This is an optimization exercise on Yosys and OpenROAD, whose aim is small area and a short achievable clock period, not a production implementation. Function was checked by simulation only, so behaviour that the tests miss may differ from the original. Power figures rest on the tool's default switching activity, not on a simulated workload.

===== design/flow/config.mk =====
export PLATFORM = sky130hd
export DESIGN_NAME = squall_q0
export DESIGN_NICKNAME = squall_q0
export VERILOG_FILES = /design/flow/design.v
export SDC_FILE = /design/flow/constraint.sdc
export NUM_CORES = 4
export LEC_CHECK = 0
export ABC_CLOCK_PERIOD_IN_PS = 2000
export CAP_MARGIN = 20
export CORE_MARGIN = 2
export CORE_UTILIZATION = 40
export CTS_CLUSTER_DIAMETER = 80
export CTS_CLUSTER_SIZE = 25
export SLEW_MARGIN = 20

===== design/flow/constraint.sdc =====
create_clock -name core_clock -period 36.0 [get_ports {clk}]
set_input_delay 7.2000 -clock core_clock [delete_from_list [all_inputs] [get_ports {clk}]]
set_output_delay 7.2000 -clock core_clock [all_outputs]
set_load 0.01 [all_outputs]

===== design/flow/design.v =====
module squall_q0 #(
    parameter DEPTH = 32,
    parameter AW    = 5
) (
    input  wire        clk,
    input  wire        rst,           
    input  wire        ev_valid,
    input  wire [63:0] ev_time,
    input  wire [15:0] ev_code,
    input  wire [7:0]  ev_src,
    input  wire [7:0]  ev_count,
    input  wire [31:0] ev_arg,
    input  wire        fr_ready,
    output reg         fr_valid,
    output wire [63:0] fr_time,
    output wire [15:0] fr_code,
    output wire [7:0]  fr_src,
    output wire [7:0]  fr_count,
    output wire [31:0] fr_arg,
    output reg  [AW:0] level,
    input  wire        lost_clr,
    output reg  [31:0] lost
);
    reg [63:0] e_time  [0:DEPTH-1];
    reg [15:0] e_code  [0:DEPTH-1];
    reg [7:0]  e_src   [0:DEPTH-1];
    reg [7:0]  e_count [0:DEPTH-1];
    reg [31:0] e_arg   [0:DEPTH-1];
    reg [63:0]      pw_time;
    reg [15:0]      pw_code;
    reg [7:0]       pw_src;
    reg [7:0]       pw_count;
    reg [31:0]      pw_arg;
    reg [DEPTH-1:0] pw_slot;         
    reg             pw_app;          
    reg             pw_rep;          
    wire [DEPTH-1:0] pw_oh = pw_slot & {DEPTH{pw_app | pw_rep}};
    reg [AW-1:0] head;
    reg [AW-1:0] tail;
    reg          full;
    reg          one;             
    wire pop       = fr_valid && fr_ready;
    wire space     = !full || fr_ready;
    wire do_lose   = ev_valid && full && !fr_ready;
    wire do_append = ev_valid && space;
    wire [7:0] in_count = (ev_count == 8'd0) ? 8'd1 : ev_count;
    wire [1:0] in_sev   = ev_code[11:10];
    reg [1:0]       sev [0:DEPTH-1];
    reg [DEPTH-1:0] has_sev3, has_sev2, has_sev1;
    reg [1:0]       low_sev;
    reg [DEPTH-1:0] slot_low;
    reg [DEPTH-1:0] at_head;         
    reg [DEPTH-1:0] below_tail;      
    reg [DEPTH-1:0] tail_oh;
    reg [DEPTH-1:0] head_oh;
    reg [DEPTH-1:0] next_oh;         
    reg [2*DEPTH-1:0] low_2x;
    reg [2*DEPTH-1:0] low_pre;       
    reg [2*DEPTH-1:0] repl_2x;
    reg [DEPTH-1:0] repl_oh;         
    integer i, s;
    always @* begin
        for (i = 0; i < DEPTH; i = i + 1) begin
            sev[i]        = pw_oh[i] ? pw_code[11:10] : e_code[i][11:10];
            has_sev3[i]   = (sev[i] == 2'd3);
            has_sev2[i]   = (sev[i] == 2'd2);
            has_sev1[i]   = (sev[i] == 2'd1);
            at_head[i]    = (i >= head);
            below_tail[i] = (i < tail);
            tail_oh[i]    = (i == tail);
            head_oh[i]    = (i == head);
        end
        next_oh = {head_oh[DEPTH-2:0], head_oh[DEPTH-1]};
        low_sev = (|has_sev3) ? 2'd3 : (|has_sev2) ? 2'd2 : (|has_sev1) ? 2'd1 : 2'd0;
        for (i = 0; i < DEPTH; i = i + 1)
            slot_low[i] = (sev[i] == low_sev);
        low_2x = {slot_low, slot_low & at_head};
        low_pre = low_2x << 1;
        for (s = 1; s < 2*DEPTH; s = s * 2)
            low_pre = low_pre | (low_pre << s);
        repl_2x = low_2x & ~low_pre;
        repl_oh = repl_2x[2*DEPTH-1:DEPTH] | repl_2x[DEPTH-1:0];
    end
    wire              pw_match = (pw_code == ev_code) && (pw_src == ev_src);
    reg [DEPTH-1:0]   match;
    reg [2*DEPTH-1:0] match_2x;
    reg [2*DEPTH-1:0] match_suf;     
    reg [2*DEPTH-1:0] merge_2x;
    reg [DEPTH-1:0]   merge_oh;      
    always @* begin
        for (i = 0; i < DEPTH; i = i + 1)
            match[i] = pw_oh[i] ? pw_match : (e_code[i] == ev_code) && (e_src[i] == ev_src);
        match_2x = {pm_match & below_tail, pm_match & ~below_tail};
        match_suf = match_2x >> 1;
        for (s = 1; s < 2*DEPTH; s = s * 2)
            match_suf = match_suf | (match_suf >> s);
        merge_2x = match_2x & ~match_suf;
        merge_oh = merge_2x[2*DEPTH-1:DEPTH] | merge_2x[DEPTH-1:0];
    end
    reg [DEPTH-1:0] pm_match;        
    reg             pm_valid;
    wire merge_hit = |match;
    wire repl_ok   = do_lose && !merge_hit && (low_sev >= in_sev);
    wire do_merge  = do_lose && merge_hit;
    genvar g;
    generate
        for (g = 0; g < DEPTH; g = g + 1) begin : slot
            wire       inc  = pm_valid && merge_oh[g];
            always @(posedge clk) begin
                if (pw_oh[g]) begin
                    e_time[g] <= pw_time;
                    e_code[g] <= pw_code;
                    e_src[g]  <= pw_src;
                    e_arg[g]  <= pw_arg;
                end
                if (inc && e_count[g] != 8'hFF)
                    e_count[g] <= e_count[g] + 8'd1;
                else if (pw_oh[g])
                    e_count[g] <= pw_count;
            end
        end
    endgenerate
    always @(posedge clk) begin
        pw_time  <= ev_time;
        pw_code  <= ev_code;
        pw_src   <= ev_src;
        pw_count <= in_count;
        pw_arg   <= ev_arg;
        pm_match <= match;
        pw_slot  <= space ? tail_oh : repl_oh;
        if (rst) begin
            pw_app   <= 1'b0;
            pw_rep   <= 1'b0;
            pm_valid <= 1'b0;
        end else begin
            pw_app   <= do_append;
            pw_rep   <= repl_ok;
            pm_valid <= do_merge;
        end
    end
    reg [63:0] nx_time;
    reg [15:0] nx_code;
    reg [7:0]  nx_src;
    reg [7:0]  nx_count;
    reg [31:0] nx_arg;
    always @* begin
        if (|(pw_oh & next_oh)) begin
            nx_time = pw_time; nx_code = pw_code; nx_src = pw_src; nx_count = pw_count; nx_arg = pw_arg;
        end else begin
            nx_time = 64'd0; nx_code = 16'd0; nx_src = 8'd0; nx_count = 8'd0; nx_arg = 32'd0;
            for (i = 0; i < DEPTH; i = i + 1) begin
                nx_time  = nx_time  | (e_time[i]  & {64{next_oh[i]}});
                nx_code  = nx_code  | (e_code[i]  & {16{next_oh[i]}});
                nx_src   = nx_src   | (e_src[i]   & {8{next_oh[i]}});
                nx_count = nx_count | (e_count[i] & {8{next_oh[i]}});
                nx_arg   = nx_arg   | (e_arg[i]   & {32{next_oh[i]}});
            end
            if (pm_valid && |(merge_oh & next_oh) && nx_count != 8'hFF)
                nx_count = nx_count + 8'd1;
        end
    end
    wire hd_from_ev  = (do_append && (!fr_valid || (one && fr_ready))) ||
                       (repl_ok && |(repl_oh & head_oh));
    wire hd_from_nx  = pop && !one;
    wire hd_inc      = do_lose && |(match & head_oh) && !(|(match & ~head_oh));
    reg  [7:0] hd_cnt;
    reg  [7:0] hd_cnt1;
    reg        hd_merged;
    wire [7:0] hd_count = hd_merged ? hd_cnt1 : hd_cnt;
    assign fr_count = hd_sel ? hd_count : pw_count;
    wire [7:0] cnt_n  = hd_from_nx ? nx_count : fr_count;
    reg [63:0] hd_time;
    reg [15:0] hd_code;
    reg [7:0]  hd_src;
    reg [31:0] hd_arg;
    reg        sel;
    reg        hd_sel;           
    assign fr_time = sel    ? pw_time : hd_time;
    assign fr_code = hd_sel ? hd_code : pw_code;
    assign fr_src  = hd_sel ? hd_src  : pw_src;
    assign fr_arg  = hd_sel ? hd_arg  : pw_arg;
    always @(posedge clk) begin
        sel    <= hd_from_ev;
        hd_sel <= !hd_from_ev;
        if (hd_from_nx) begin
            hd_time <= nx_time;
            hd_code <= nx_code;
            hd_src  <= nx_src;
            hd_arg  <= nx_arg;
        end else if (sel) begin
            hd_time <= pw_time;
            hd_code <= pw_code;
            hd_src  <= pw_src;
            hd_arg  <= pw_arg;
        end
        hd_cnt    <= cnt_n;
        hd_cnt1   <= (cnt_n == 8'hFF) ? cnt_n : cnt_n + 8'd1;
        hd_merged <= hd_inc;
    end
    wire [AW:0] level_n = level + {{AW{1'b0}}, do_append} - {{AW{1'b0}}, pop};
    always @(posedge clk) begin
        if (rst) begin
            head     <= {AW{1'b0}};
            tail     <= {AW{1'b0}};
            full     <= 1'b0;
            one      <= 1'b0;
            fr_valid <= 1'b0;
            level    <= {(AW+1){1'b0}};
            lost     <= 32'd0;
        end else begin
            if (pop)
                head <= head + 1'b1;
            if (do_append)
                tail <= tail + 1'b1;
            level    <= level_n;
            full     <= level_n[AW];
            one      <= (level_n == 1);
            fr_valid <= (level_n != 0);
            if (lost_clr)
                lost <= {31'd0, do_lose};
            else if (do_lose && lost != 32'hFFFF_FFFF)
                lost <= lost + 32'd1;
        end
    end
endmodule

===== design/flow/flow/run.sh =====
#!/bin/bash
# The standard layout, with timing repair after CTS and global routing
# aiming at a setup slack well above zero at the design's clock period.
set -euo pipefail
bash standard.sh SETUP_SLACK_MARGIN=27 finish > standard.log 2>&1

===== design/flow/standard.sh =====
#!/bin/bash
# synth_recipe.tcl (not shown) runs the flow's synth.tcl, then flattens the netlist and writes it again
# the make line also repeats each setting of config.mk as NAME=value (left out here)
make -C /OpenROAD-flow-scripts/flow DESIGN_CONFIG=/design/flow/config.mk WORK_HOME=/design/flow/orfs CLKGATE_MAP_FILE= SYNTH_SCRIPT=/design/flow/synth_recipe.tcl "${@:-finish}"

==> impl_metrics.json, run 1 <==
{
  "status": "complete, no violations",
  "clock_skew_ns": 0.106,
  "final_area_sq_mm": 0.206,
  "synth_cells": 12100,
  "tightestPinTransition_ns": 1.28,
  "critical_path_class": "reg -> out",
  "top_level_ports": 300,
  "grt_max_degree": 110,
  "hold_path_class": "reg -> reg",
  "rsz0062_at_grt": "true",
  "cts.clk_slew.worst_paths_ns": 0.08,
  "drt-initial-drc-count": 24500,
  "fp-row-count": 248,
  "ir_drop_uv": 51.3,
  "die_area_sq_mm": 0.462,
  "htree_levels": 4,
  "drive_above_1_share": 0.126,
  "fill_cells": 39500,
  "ys_ff_latch": 4480,
  "grt_pass1_vias": 116000,
  "power_density_mw_per_mm2": 50.0,
  "finalSetupViolations": 0,
  "synthesis.area_sq_mm": 0.182,
  "synth_nets": 12300,
  "antenna_found_initial": 44,
  "dp.final_hpwl_microns": 437000,
  "overflow": 0,
  "dpl_cell_area_sq_mm": 0.194,
  "core_sq_mm": 0.455,
  "wl_per_cell_microns": 41.0,
  "initial_utilization": 0.401,
  "drv_cap": 0,
  "root_buffer": "clkbuf_16",
  "slew_viol_final": 0,
  "critPathArrivalTime_ns": 2.53,
  "dr.pass1.iters": 10,
  "slew_headroom": 0.145,
  "leakagePower_nw": 65.3,
  "via_per_inst": 6.78,
  "avgSynthCellArea_sq_um": 15.0,
  "synthFlopType": "edfxtp_1",
  "nNetsFinal": 12600,
  "drc_errors": 0,
  "dieHeight_microns": 679,
  "ys_warn_count": 7,
  "antenna_left": 0,
  "layout_min_cycle_time_ns": 9.73,
  "grt_usage": 0.320,
  "startpoint_type": "flop",
  "drt-total-wl_microns": 766000,
  "vias": 127000,
  "timing_hold_violations_final": 0,
  "cts_tree": "built",
  "globalplace.congestion": 1.04,
  "ys_seq_area_frac": 0.719,
  "syn2layout_area_growth_pct": 13.1,
  "grt_first_pass_wirelength_microns": 1020000,
  "dieWidth_microns": 679,
  "clock_tree.buffer_depth": 4,
  "crit_fanout": 5,
  "finalSetupTns_ns": 0,
  "period_share": 0.270,
  "port_buffers": 299,
  "synth_edf_count": 4152,
  "clock-sinks": 4480,
  "postCtsHoldBufs": 0,
  "clkLatencyLatePin_ns": 1.07,
  "synth_cell_types": 115,
  "async_reset_ff_frac": 0,
  "max_freq_mhz": 103,
  "worst_setup_path_end_kind": "output pin",
  "cts_buffers": 236,
  "cp.required_ns": 28.80
}
## where the power goes
group	leakage (nW)	switching (mW)	internal, mW
combinational	21.6	0.755	0.522
clock	3.63	1.84	1.32
sequential	40.1	0.0801	5.81
## flip-flops by register name, summed over array words and instances (netlist names), 8 cells and up
name / flops
hd_code: 16
e_count: 256
e_time: 2048
e_code: 512
hd_arg: 32
hd_cnt: 8
hd_cnt1: 8
e_arg: 1024
lost: 32
pw_slot: 32
hd_time: 64
pw_code: 16
e_src: 256
pw_src: 8
hd_src: 8
pw_time: 64
pw_arg: 32
pm_match: 32
pw_count: 8
## critical path, stage by stage, from the launching register on
cell and delay (ns):
dfxtp_4 0.38, buf_6 0.11, buf_16 0.18, buf_16 0.19, buf_8 0.14, mux2_2 0.34, buf_4 0.15
## placed cells by master (no fill, tap or decap), drive strengths merged, types with 135 or more instances in the layout
cell / instances
inv: 145
clkbuf: 365
mux2: 156
dfxtp: 328
a222oi: 135
xor2: 477
nand3: 386
a21oi: 266
nor2: 468
nor3: 210
a22oi: 503
nand4: 447
o21ai: 336
nand2: 547
buf: 719
xnor2: 569
a221oi: 672
edfxtp: 4152
a22o: 652
## per-layer routing
layer	vias to the layer above	routed length (microns)	global-route usage
li1	49400	-	-
met1	64900	287000	0.437
met2	10400	326000	0.470
met3	1899	106000	0.0908
met4	36	45100	0.153
met5	-	233	0
## kinds of logic (layout without fill, tap and decap cells)
group / Yosys count / in the layout / share of synthesized area
multiplexers: 220 / 220 / 0.0131
other: 0 / 19 / 0
flip-flops: 4480 / 4480 / 0.719
AO/OA/AOI/OAI: 2907 / 2907 / 0.124
buffers and inverters: 902 / 1433 / 0.0191
XOR/XNOR: 1046 / 1046 / 0.0503
adder cells (fa/ha/maj): 52 / 52 / 0.00361
AND/OR/NAND/NOR: 2520 / 2521 / 0.0706
## cell type report
| type | count | area [sq um] | share of cell area |
|---|---|---|---|
| sequential | 4480 | 131000 | 0.637 |
| multi-input combinational | 6746 | 49400 | 0.239 |
| timing repair buffer | 882 | 9610 | 0.0466 |
| tap | 6000 | 7510 | 0.0364 |
| clock buffer | 354 | 6380 | 0.0309 |
| clock inverter | 85 | 1270 | 0.00614 |
| inverter | 112 | 662 | 0.00321 |
| antenna | 19 | 47.5 | 0.000230 |
## what timing repair did
action / in CTS / in global routing
pin swaps: 12 / 16
setup endpoints to repair: 227 / 200
gates cloned: 24 / 4
gates resized for setup: 1089 / 200
endpoints found under the hold margin: 0 / 0
buffers inserted: 132 / 52
## metrics by stage
stage / worst slack (ns) / util / std cells / power (mW) / hold WS, ns
CTS: 26.26 / 0.450 / 18600 / 10.2 / 0.500
global route: 26.28 / 0.453 / 18700 / 10.5 / 0.530
detailed placement: 24.52 / 0.425 / 18000 / 6.99 / 0.491
global placement: 24.49 / 0.425 / 18000 / 6.99 / 0.477
finish: 26.27 / 0.453 / 18700 / 10.3 / 0.496
floorplan: 26.27 / - / 12100 / 6.48 / 0.501
## final timing paths
kind         depth (start not counted)          end  slack [ns]     start
min reg2reg                          2     lost[24]        0.50  lost[24]
max reg2reg                         17          sel       28.55    pw_rep
min                                  2     lost[24]        0.50  lost[24]
max                                  6  fr_time[12]       26.27       sel
## synth_stat cells, drive strengths merged, types with 14 or more instances
master	number	area share
edfxtp	4152	0.68
a221oi	672	0.032
a22o	652	0.031
clkbuf	577	0.012
xnor2	569	0.027
nand2	547	0.011
a22oi	503	0.021
xor2	477	0.023
nor2	468	0.0097
nand4	447	0.015
nand3	386	0.011
o21ai	336	0.0094
dfxtp	328	0.036
a21oi	266	0.0073
buf	213	0.0049
nor3	210	0.0059
mux2	156	0.0096
a222oi	135	0.0074
nor4	107	0.0038
inv	106	0.0022
and3	68	0.0024
o22ai	67	0.0023
mux2i	64	0.0035
ha	51	0.0035
or2	34	0.0012
nor2b	33	0.0011
nand3b	32	0.0013
a31oi	31	0.0011
and2	31	0.0011
or4	30	0.0013
nand2b	27	0.00093
or3	21	0.00072
and4	19	0.00094
o211ai	19	0.00086
a32oi	18	0.00086
a211oi	17	0.00078
o2111ai	17	0.00082
a32o	16	0.00088
a21boi	14	0.00058
==> run 2: changes to the inputs <==
--- a/design/flow/config.mk
+++ b/design/flow/config.mk
@@ -12,3 +12,3 @@
 export CTS_CLUSTER_DIAMETER = 80
 export CTS_CLUSTER_SIZE = 25
-export SLEW_MARGIN = 20
+export SLEW_MARGIN = 30
==> impl_metrics.json, run 2 <==
{
  "status": "complete, no violations",
  "yosysTopAreaCellShare": 0.683,
  "dieHeight_microns": 679,
  "p_sw_mw": 2.66,
  "port_buffers": 299,
  "slew_headroom": 0.188,
  "synthesis.area_sq_mm": 0.182,
  "antenna_found_initial": 32,
  "drt-total-wl_microns": 764000,
  "clock_skew_ns": 0.106,
  "critPathTopFamily": "buffers and inverters",
  "antenna_left": 0,
  "via_per_inst": 6.79,
  "timing_hold_violations_final": 0,
  "ys_ff_latch": 4480,
  "final_common_cell": "edfxtp_1",
  "rsz0062_at_grt": "true",
  "layout_min_cycle_time_ns": 9.72,
  "ys_warn_count": 7,
  "period_share": 0.270,
  "pwr-share-comb": 0.122,
  "tightestPinTransition_ns": 1.21,
  "synth_cells": 12100,
  "core_sq_mm": 0.455,
  "drv_cap": 0,
  "drt-initial-drc-count": 25200,
  "startpoint": "sel",
  "fill_cells": 39500,
  "nNetsFinal": 12600,
  "synth_cell_types": 115,
  "cts_tree": "built",
  "holdWs_ns": 0.497,
  "slew_viol_final": 0,
  "clock_tree.buffer_depth": 4,
  "htree_levels": 4,
  "grt_max_degree": 110,
  "multi_input_area_sq_mm": 0.0495,
  "largest-register": "e_time",
  "drc_errors": 0,
  "fin_ws_ns": 26.28,
  "cp.required_ns": 28.80,
  "synth_common_cells": "edfxtp_1 (4,152), a221oi_1 (672), a22o_1 (652)",
  "cp_cell_sequence": "buf_16 -> buf_6 -> buf_16 -> buf_12 -> mux2_4 -> buf_6",
  "vias": 127000,
  "dp_slack_ns": 24.46,
  "fp-row-count": 248,
  "syn2layout_area_growth_pct": 12.9,
  "dieWidth_microns": 679,
  "cts_buffers": 235,
  "ir_drop_uv": 50.7,
  "grt_pass1_vias": 116000,
  "synthFlopType": "edfxtp_1",
  "largest_register_ffs": 2048,
  "place_inst": 18000,
  "clock-sinks": 4480,
  "p_total_mw": 10.3,
  "worst_setup_path_end_kind": "output pin",
  "layoutNonFillerInstCount": 18700,
  "avgSynthCellArea_sq_um": 15.0,
  "crit_fanout": 6,
  "rr_startpoint": "head[1]",
  "endpoint": "fr_time[62]",
  "root_buffer": "clkbuf_16",
  "clkPwrFrac": 0.306,
  "max_freq_mhz": 103,
  "slowest_delay_ns": 0.39,
  "clkLatencyLatePin_ns": 1.05,
  "finalSetupTns_ns": 0,
  "postCtsHoldBufs": 0,
  "synthMostInstantiatedCell": "edfxtp_1",
  "cts.clk_slew.worst_paths_ns": 0.08,
  "ys_top_cells_by_area": "edfxtp_1 (68%), dfxtp_1 (3.6%), a221oi_1 (3.2%)",
  "r2r_cells": 22,
  "ys_seq_area_frac": 0.719,
  "startpoint_type": "flop",
  "drive_above_1_share": 0.126,
  "critical_path_class": "reg -> out",
  "hold_path_class": "reg -> reg",
  "critPathArrivalTime_ns": 2.52,
  "seqPwrFrac": 0.571,
  "power_density_mw_per_mm2": 50.1,
  "cp.depth": 6,
  "critPathBufInv": 5,
  "leakagePower_nw": 65.1,
  "synth_top_area_cell": "edfxtp_1",
  "async_reset_ff_frac": 0,
  "dp.final_hpwl_microns": 438000,
  "r2r_end": "hd_cnt1[1]",
  "final_cell_mix": "edfxtp_1 (4,152), a221oi_1 (670), a22o_1 (652)",
  "r2r_setup_slack_ns": 28.45,
  "grt_first_pass_wirelength_microns": 1020000,
  "initial_utilization": 0.401,
  "wl_per_cell_microns": 41.0,
  "grt_usage": 0.320,
  "ff_latch_area_sq_mm": 0.131,
  "die_area_sq_mm": 0.462,
  "finalSetupViolations": 0,
  "synth_edf_count": 4152,
  "sw_frac_of_total": 0.258,
  "p_int_mw": 7.65,
  "slowest_stage": "dfxtp_4",
  "overflow": 0,
  "globalplace.congestion": 1.04,
  "dr.pass1.iters": 12,
  "largest_registers": "e_time x2048, e_arg x1024, e_code x512",
  "top_level_ports": 300,
  "synth_nets": 12300
}
==> run 2: area by class of cell <==
type,count,share of cell area
sequential,4480,0.638
multi-input combinational,6746,0.240
timing repair buffer,862,0.0449
tap,6000,0.0364
clock buffer,360,0.0314
clock inverter,78,0.00590
inverter,112,0.00321
antenna,20,0.000243
==> run 2: power groups by stage <==
stage / combinational (mW) / clock (mW) / sequential [mW]
global route: 1.30 / 3.34 / 5.90
finish: 1.26 / 3.16 / 5.89
detailed placement: 0.984 / 0 / 6.01
floorplan: 0.485 / 0 / 5.99
global placement: 0.981 / 0 / 6.01
CTS: 1.18 / 3.18 / 5.88
==> run 2: worst min-delay path by stage <==
stage                           start     endpoint  slack (ns)  cells after the start
after detailed placement     lost[24]     lost[24]        0.49                      2
final                        lost[24]     lost[24]        0.50                      2
after CTS                    lost[24]     lost[24]        0.50                      2
after global placement       lost[22]     lost[22]        0.48                      2
after floorplan           hd_time[63]  hd_time[63]        0.50                      2
after global routing         lost[22]     lost[22]        0.53                      2
==> run 2: tightest hold or removal path: cells and delay by family, from the launching register on <==
kind	cells	cell delay, ns
AOI/OAI and AO/OA	2	0.13
DFF	1	0.33
==> run 2: through the flow <==
| stage | utilization | area (sq um) |
|---|---|---|
| after floorplan | - | 183000 |
| after detailed placement | 0.426 | 194000 |
| final | 0.453 | 206000 |
| after global placement | 0.425 | 194000 |
| after CTS | 0.450 | 205000 |
| after global routing | 0.452 | 206000 |
==> run 2: cell families after synthesis <==
group | synth area share
buf+inv | 0.0191
mux | 0.0131
compound gates | 0.124
simple gates | 0.0706
flops | 0.719
fa+ha+maj | 0.00361
xor+xnor | 0.0503
==> run 2: timing repair <==
action | CTS | global route
pin swaps | 10 | 16
gates resized for setup | 1052 | 194
buffers inserted | 122 | 38
gates cloned | 24 | 2
endpoints found under the setup margin | 213 | 168
==> run 2: layer usage <==
layer	part of all wire	track usage	routed length (microns)
met1	0.38	0.440	289000
met2	0.42	0.466	325000
met3	0.14	0.0897	106000
met4	0.059	0.154	45100
met5	0.00021	0	162

afterwards: timing with drivers on the ports:
The flow's constraints put no driver on any port. The routed layouts listed below were extracted and timed again, unchanged, in two steps. Step 1 assumes that a clkbuf_16 drives the clock port and a buf_2 every other input. Step 2 moves the port delays by t, midway between the first and last clock arrival at a register: inputs arrive t later, outputs are due t later. That takes back most of the time a late clock gives input paths. a / b / c = no drivers / after step 1 / after step 2; a / b = the first two.
| run | t (ns) | setup slack, ns | slew at the worst register clock pin (ns) | pins driven straight from the clock port |
|---|---|---|---|---|
| run 1 | 1.123 | 26.269 / 26.146 / 25.412 | 0.11 / 0.11 | 1 |
| run 2 | 1.125 | 26.280 / 26.175 / 25.417 | 0.11 / 0.11 | 1 |
After both steps setup and hold are still met in every run listed. The setup slack of run 2, which loses most, moves by -0.105 ns with the drivers and by -0.863 ns with both steps.
